Background: an optimization exercise with open tools, aiming at small area, a short achievable clock period and few clock cycles per item. Do not read the settings as production practice.
The RTL was checked by simulation tests, not by an equivalence proof against the original design.

<file path="constraint.sdc">
create_clock -name core_clock -period 25.0 [get_ports {clk}]
set_input_delay 5.0000 -clock core_clock [delete_from_list [all_inputs] [get_ports {clk}]]
set_output_delay 5.0000 -clock core_clock [all_outputs]
set_load 0.01 [all_outputs]
</file>
<file path="run.sh">
#!/bin/bash
# synth_recipe.tcl (not shown) runs the flow's synth.tcl, then flattens the netlist and writes it again
# the make line also repeats each setting of config.mk as NAME=value (left out here)
make -C /OpenROAD-flow-scripts/flow DESIGN_CONFIG=/design/flow/config.mk WORK_HOME=/design/flow/orfs CLKGATE_MAP_FILE= SYNTH_SCRIPT=/design/flow/synth_recipe.tcl finish
</file>
<file path="design.v">
module q31_law (
    input  wire        clk,
    input  wire        rst,           
    input  wire        cfg_we,
    input  wire [4:0]  cfg_addr,
    input  wire [31:0] cfg_value,
    input  wire [4:0]  cfg_shift,
    input  wire        clr,           
    input  wire        start,
    input  wire [31:0] sp,
    input  wire [31:0] fb,
    input  wire [31:0] ff,
    output wire        ready,
    output reg         done,
    output reg  [31:0] u
);
    function [31:0] sat32;
        input [63:0] x;
        begin
            if ($signed(x) > 64'sd2147483647)
                sat32 = 32'h7fff_ffff;
            else if ($signed(x) < -64'sd2147483648)
                sat32 = 32'h8000_0000;
            else
                sat32 = x[31:0];
        end
    endfunction
    function [63:0] sext;
        input [31:0] x;
        begin
            sext = {{32{x[31]}}, x};
        end
    endfunction
    reg [31:0] coef_val   [0:15];
    reg [4:0]  coef_shift [0:15];
    reg [1:0]  law_struct;
    reg [1:0]  law_secs;
    wire [3:0] lim_idx = (law_struct == 2'd1) ? 4'd3 :
                         (law_struct == 2'd3) ? 4'd0 : 4'd2;
    wire [31:0] lim = coef_val[lim_idx];
    function [31:0] clamp;
        input [63:0] x;
        input [31:0] l;
        reg   [63:0] pl;
        begin
            pl = {32'd0, l};
            if ($signed(x) > $signed(pl))
                clamp = sat32(pl);
            else if ($signed(x) < -$signed(pl))
                clamp = sat32(-pl);
            else
                clamp = sat32(x);
        end
    endfunction
    wire [1:0] last_sec = (law_secs == 2'd0) ? 2'd0 : law_secs - 2'd1;
    localparam S_IDLE = 4'd0,
               S_D1   = 4'd1,
               S_D2   = 4'd2,
               S_P    = 4'd3,
               S_F1   = 4'd4,
               S_F2   = 4'd5,
               S_VU   = 4'd6,
               S_I    = 4'd7,
               S_AW   = 4'd8,
               S_BQ   = 4'd9,
               S_OUT  = 4'd10;
    reg [3:0]  state;
    reg [1:0]  sec;         
    reg [2:0]  k;           
    reg [31:0] st_i, st_d, st_ep, st_spp;
    reg [31:0] bq_x1 [0:2];
    reg [31:0] bq_x2 [0:2];
    reg [31:0] bq_y1 [0:2];
    reg [31:0] bq_y2 [0:2];
    reg [31:0] e_r, sp_r, ff_r;
    reg [31:0] t1;          
    reg [31:0] bx;          
    reg [31:0] v_r, u_r;
    reg [63:0] acc;
    assign ready = (state == S_IDLE);
    reg [3:0]  tsel;
    reg [31:0] tx;
    always @* begin
        tsel = 4'd0;
        tx   = 32'd0;
        case (state)
            S_D1: begin tsel = 4'd2; tx = sat32(sext(e_r) - sext(st_ep)); end
            S_D2: begin tsel = 4'd5; tx = t1; end
            S_P:  begin tsel = 4'd0; tx = e_r; end
            S_F1: begin tsel = 4'd4; tx = sp_r; end
            S_F2: begin tsel = 4'd5; tx = sat32(sext(sp_r) - sext(st_spp)); end
            S_I:  begin tsel = 4'd1; tx = e_r; end
            S_AW: begin
                tsel = (law_struct == 2'd1) ? 4'd4 : 4'd3;
                tx   = sat32(sext(u_r) - sext(v_r));
            end
            S_BQ: begin
                tsel = 4'd1 + 4'd5 * {2'd0, sec} + {1'b0, k};
                case (k)
                    3'd0:    tx = bx;
                    3'd1:    tx = bq_x1[sec];
                    3'd2:    tx = bq_x2[sec];
                    3'd3:    tx = bq_y1[sec];
                    default: tx = bq_y2[sec];
                endcase
            end
            default: ;
        endcase
    end
    wire signed [31:0] tc   = coef_val[tsel];
    wire        [4:0]  ts   = coef_shift[tsel];
    wire        [5:0]  tsh  = 6'd31 - {ts[4], ts};
    wire signed [63:0] prod = tc * $signed(tx);
    wire signed [63:0] rnd  = 64'sd1 <<< (tsh - 6'd1);
    wire signed [63:0] term = (prod + rnd) >>> tsh;
    wire [63:0] bq_sum = acc - term;
    wire [31:0] bq_y   = sat32(bq_sum);
    wire [31:0] bq_v   = sat32(sext(bx) + sext(ff_r));
    wire [31:0] pi_v   = sat32(acc + sext(ff_r));
    integer n;
    always @(posedge clk) begin
        if (rst) begin
            state      <= S_IDLE;
            sec        <= 2'd0;
            k          <= 3'd0;
            done       <= 1'b0;
            u          <= 32'd0;
            law_struct <= 2'd0;
            law_secs   <= 2'd0;
            for (n = 0; n < 16; n = n + 1) begin
                coef_val[n]   <= 32'd0;
                coef_shift[n] <= 5'd0;
            end
            st_i   <= 32'd0;
            st_d   <= 32'd0;
            st_ep  <= 32'd0;
            st_spp <= 32'd0;
            for (n = 0; n < 3; n = n + 1) begin
                bq_x1[n] <= 32'd0;
                bq_x2[n] <= 32'd0;
                bq_y1[n] <= 32'd0;
                bq_y2[n] <= 32'd0;
            end
            e_r  <= 32'd0;
            sp_r <= 32'd0;
            ff_r <= 32'd0;
            t1   <= 32'd0;
            bx   <= 32'd0;
            v_r  <= 32'd0;
            u_r  <= 32'd0;
            acc  <= 64'd0;
        end else begin
            done <= 1'b0;
            case (state)
                S_IDLE: begin
                    if (cfg_we) begin
                        if (cfg_addr[4] == 1'b0) begin
                            coef_val[cfg_addr[3:0]]   <= cfg_value;
                            coef_shift[cfg_addr[3:0]] <= cfg_shift;
                        end else if (cfg_addr == 5'd16) begin
                            law_struct <= cfg_value[1:0];
                            law_secs   <= cfg_value[3:2];
                        end
                    end
                    if (clr) begin
                        st_i   <= 32'd0;
                        st_d   <= 32'd0;
                        st_ep  <= 32'd0;
                        st_spp <= 32'd0;
                        for (n = 0; n < 3; n = n + 1) begin
                            bq_x1[n] <= 32'd0;
                            bq_x2[n] <= 32'd0;
                            bq_y1[n] <= 32'd0;
                            bq_y2[n] <= 32'd0;
                        end
                    end
                    if (start) begin
                        e_r  <= sat32(sext(sp) - sext(fb));
                        bx   <= sat32(sext(sp) - sext(fb));
                        sp_r <= sp;
                        ff_r <= ff;
                        sec  <= 2'd0;
                        k    <= 3'd0;
                        case (law_struct)
                            2'd1:    state <= S_D1;
                            2'd3:    state <= S_BQ;
                            default: state <= S_P;
                        endcase
                    end
                end
                S_D1: begin
                    t1    <= sat32(term - sext(st_d));
                    state <= S_D2;
                end
                S_D2: begin
                    st_d  <= sat32(sext(st_d) + term);
                    state <= S_P;
                end
                S_P: begin
                    acc   <= term + sext(st_i) +
                             ((law_struct == 2'd1) ? sext(st_d) : 64'd0);
                    state <= (law_struct == 2'd2) ? S_F1 : S_VU;
                end
                S_F1: begin
                    acc   <= acc + term;
                    state <= S_F2;
                end
                S_F2: begin
                    acc   <= acc + term;
                    state <= S_VU;
                end
                S_VU: begin
                    v_r   <= pi_v;
                    u_r   <= clamp(sext(pi_v), lim);
                    state <= S_I;
                end
                S_I: begin
                    acc   <= sext(st_i) + term;
                    state <= S_AW;
                end
                S_AW: begin
                    st_i   <= clamp(acc + term, lim);
                    st_ep  <= e_r;
                    st_spp <= sp_r;
                    u      <= u_r;
                    done   <= 1'b1;
                    state  <= S_IDLE;
                end
                S_BQ: begin
                    if (k == 3'd0)
                        acc <= term;
                    else if (k < 3'd3)
                        acc <= acc + term;
                    else
                        acc <= acc - term;
                    if (k == 3'd4) begin
                        bq_x1[sec] <= bx;
                        bq_x2[sec] <= bq_x1[sec];
                        bq_y1[sec] <= bq_y;
                        bq_y2[sec] <= bq_y1[sec];
                        bx         <= bq_y;
                        k          <= 3'd0;
                        if (sec == last_sec)
                            state <= S_OUT;
                        else
                            sec <= sec + 2'd1;
                    end else begin
                        k <= k + 3'd1;
                    end
                end
                S_OUT: begin
                    u     <= clamp(sext(bq_v), lim);
                    done  <= 1'b1;
                    state <= S_IDLE;
                end
                default: state <= S_IDLE;
            endcase
        end
    end
endmodule
</file>
<file path="config.mk">
export PLATFORM = sky130hd
export DESIGN_NAME = q31_law
export DESIGN_NICKNAME = q31_law
export VERILOG_FILES = /design/flow/design.v
export SDC_FILE = /design/flow/constraint.sdc
export NUM_CORES = 4
export LEC_CHECK = 0
export CAP_MARGIN = 20
export CORE_MARGIN = 2
export CORE_UTILIZATION = 30
export PLACE_DENSITY = 0.5
export SLEW_MARGIN = 20
</file>
==> run summary <==
==> Yosys cell counts, types with 126 or more instances <==
cell type / instances / area share (%)
a22oi_1: 145 / 0.69
xor2_1: 185 / 1.0
dfxtp_1: 464 / 5.9
o21bai_1: 140 / 0.67
o211ai_1: 157 / 0.75
nor2b_1: 278 / 1.1
a21oi_1: 1108 / 3.5
a221oi_1: 157 / 0.87
xnor2_1: 420 / 2.3
inv_1: 1880 / 4.5
ha_1: 1116 / 8.9
nand2b_1: 216 / 0.86
and2_1: 993 / 4.0
nor2_1: 1319 / 3.2
nand3_1: 579 / 1.8
mux2i_1: 135 / 0.86
clkbuf_1: 871 / 2.1
nor3_1: 247 / 0.79
nand4_1: 165 / 0.66
a21o_1: 363 / 1.7
fa_1: 1223 / 16
nand2_1: 1891 / 4.5
mux4_2: 128 / 1.8
o21a_1: 126 / 0.60
edfxtp_1: 1104 / 21
o21ai_0: 761 / 2.4
==> per-stage QoR <==
| step | cell area [um^2] |
|---|---|
| 6_report | 174000 |
| 5_1_grt | 174000 |
| 4_1_cts | 174000 |
| 3_5_place_dp | 168000 |
| 3_3_place_gp | 168000 |
| 2_1_floorplan | 157000 |
==> placed cells by master, fill, tap and decap left out, types with 128 or more instances in the layout <==
master,count
a21o_1,363
a21oi_1,1099
a221oi_1,157
a22oi_1,145
and2_1,990
buf_4,405
clkbuf_16,198
clkdlybuf4s50_1,175
dfxtp_1,458
edfxtp_1,1104
fa_1,1223
ha_1,1115
inv_1,1877
mux2i_1,135
mux4_2,128
nand2_1,1885
nand2b_1,215
nand3_1,575
nand4_1,165
nor2_1,1286
nor2b_1,275
nor3_1,232
o211ai_1,157
o21ai_0,718
o21bai_1,140
xnor2_1,419
xor2_1,183
==> logic make-up after synthesis <==
family,Yosys count,share of synthesized area (%)
AOI/OAI and AO/OA,3887,16.1
xor gates and xnor gates,605,3.37
adders and majority gates,2363,24.6
buffers and inverters,2917,7.03
DFF,1568,27.0
muxes,296,2.93
other,2,0.00478
and+or+nand+nor,6173,19.0
==> path summary, 6_finish.rpt <==
path	from	end	slack, ps	depth (start not counted)
min	v_r[12]	v_r[12]	470	2
max	state[3]	acc[63]	1790	67
max reg2reg	state[3]	acc[63]	1790	67
min reg2reg	v_r[12]	v_r[12]	470	2
==> area by class of cell <==
cell class | instances | area share, %
Antenna cell | 20 | 0.0287
Clock buffer | 250 | 3.00
Clock inverter | 96 | 0.468
Inverter | 1898 | 4.09
Multi-Input combinational cell | 13400 | 60.2
Sequential cell | 1568 | 24.4
Tap cell | 6942 | 4.99
Timing Repair Buffer | 589 | 2.85
==> worst min-delay path, cell delays in order, from the launching register on <==
cell	delay, ps
dfxtp_1	290
inv_1	70
a211oi_1	60
==> routing by layer <==
metal	global-route usage, %	up-vias
met2	38.1	5219
met3	4.33	1087
met5	0.200	-
met4	10.2	48
li1	-	60900
met1	33.3	67500
==> state kept, by name (all words and copies together) (netlist names), 64 cells and up, named ones only <==
| signal | count |
|---|---|
| bq_x1 | 128 |
| coef_shift | 80 |
| acc | 64 |
| bq_y2 | 128 |
| coef_val | 512 |
| bq_x2 | 128 |
| bq_y1 | 128 |
==> results.json <==
{
  "multi_input_area_mm2": 0.105,
  "tightestPinTransition_ps": 1300,
  "area_delta_synth_final_pct": 10.8,
  "start_kind": "flop",
  "cp_max_fo": 45,
  "antenna_found_initial": 60,
  "relSlewSlack_pct": 12.5,
  "min_path_type": "reg -> reg",
  "wl_met3_um": 49800,
  "synth_edf_count": 1104,
  "dr_total_vias": 135000,
  "grt-ovfl-total": 0,
  "grt_pass1_wl_um": 956000,
  "setup_ws_ps": 1790,
  "fin_crit_sh_pct": 92.9,
  "gp_congestion": 1.00,
  "met1Wirelength_um": 287000,
  "clk_latency_ps": 1010,
  "hold_violations": 0,
  "postSynthCellCount": 17800,
  "final_cells": 24700,
  "ys.flop_type": "edfxtp_1",
  "crit_path_max_incr_delay_ps": 1020,
  "start_util_pct": 30.2,
  "avgSynthCellArea_um2": 8.82,
  "yosys_warnings": 1,
  "die_area_mm2": 0.530,
  "tns_ps": 0,
  "crit_type": "reg -> reg",
  "yosysSeqAreaShare_pct": 27.0,
  "finalWirelength_um": 665000,
  "pre_cts_ws_ps": 2380,
  "cts_buffer_depth": 4,
  "numCtsBuffers": 192,
  "rows": 265,
  "wl_met2_um": 295000,
  "yosysUniqueCellTypes": 114,
  "port_buffers": 176,
  "nets": 20100,
  "dp_hpwl_um": 515000,
  "fp.dieW_um": 728,
  "fmax_mhz": 43.1,
  "status": "finished clean",
  "layout-drive-gt1-share_pct": 6.35,
  "crit_top_cell": "fa_1",
  "cp.required_ps": 25810,
  "worst_ep_arrival_time_ps": 24030,
  "cts_resized": 0,
  "seq_area_mm2": 0.0425,
  "drtPass1Iterations": 8,
  "cp_slowest_cell": "dfxtp_1",
  "num_io_pins": 177,
  "path_buf_inv": 7,
  "drt_iter0_markers": 14300,
  "whs_ps": 471,
  "antenna_left": 0,
  "cts-root-buf": "clkbuf_16",
  "cts-htree-levels": 4,
  "track_usage_pct": 24.4,
  "postSynth.asyncResetShare_pct": 0,
  "core-area_mm2": 0.521,
  "cts_setup_buffers": 0,
  "first_global_vias": 130000,
  "finClkSkew_ps": 181,
  "finalCriticalPeriod_ps": 23210,
  "cts_sinks": 1568,
  "die_h_um": 728,
  "dp_cells": 24300,
  "utilization_pct": 33.4,
  "synth-seq-cells": 1568,
  "drc": 0,
  "grt_max_degree": 140,
  "slew_viol_final": 0,
  "crit_family": "compound AO/OA/AOI/OAI gates",
  "worst_setup_path_end_kind": "flop",
  "cts_tree": "built",
  "top_layer": "met5",
  "grt_setup_unrepaired": "false",
  "nFillCells": 54400,
  "maxCapViolations": 0,
  "routed_via_density": 5.45,
  "synthesis.area_mm2": 0.157,
  "cts.reportedPaths.clkPinSlew_ps": 60,
  "cts_hold_buffers": 0,
  "post_drt_wl_per_cell_um": 26.9,
  "setup_viol": 0
}
Testbench counts, summed over its fixed seeds: cycles 32,860, steps 4,096.

separate check: timing with driven ports:
How much do the figures lean on ideal ports? The routed layout below was timed once more, with nothing changed but the port constraints.
Step 1, drivers: a clkbuf_16 drives clk and a buf_2 each remaining input, both assumed.
Step 2 adds t to the input delays and takes it off the output delays; t is the mean of the earliest and latest rising clock arrival at the registers after step 1. Input paths then give back, and output paths get back, about the clock's delay inside the block.
Slacks: ideal ports / drivers / drivers and shift; pairs: ideal ports / drivers.
t (ns): 1.035
slack for setup (ns): 1.787 / 1.787 / 1.787
slew at the worst register clock pin (ns): 0.09 / 0.09
pins driven straight from the clock port: 1
After both steps setup and hold are still met in this run. For this run, drivers alone change the setup slack by 0.000 ns; drivers and shift together by 0.000 ns.
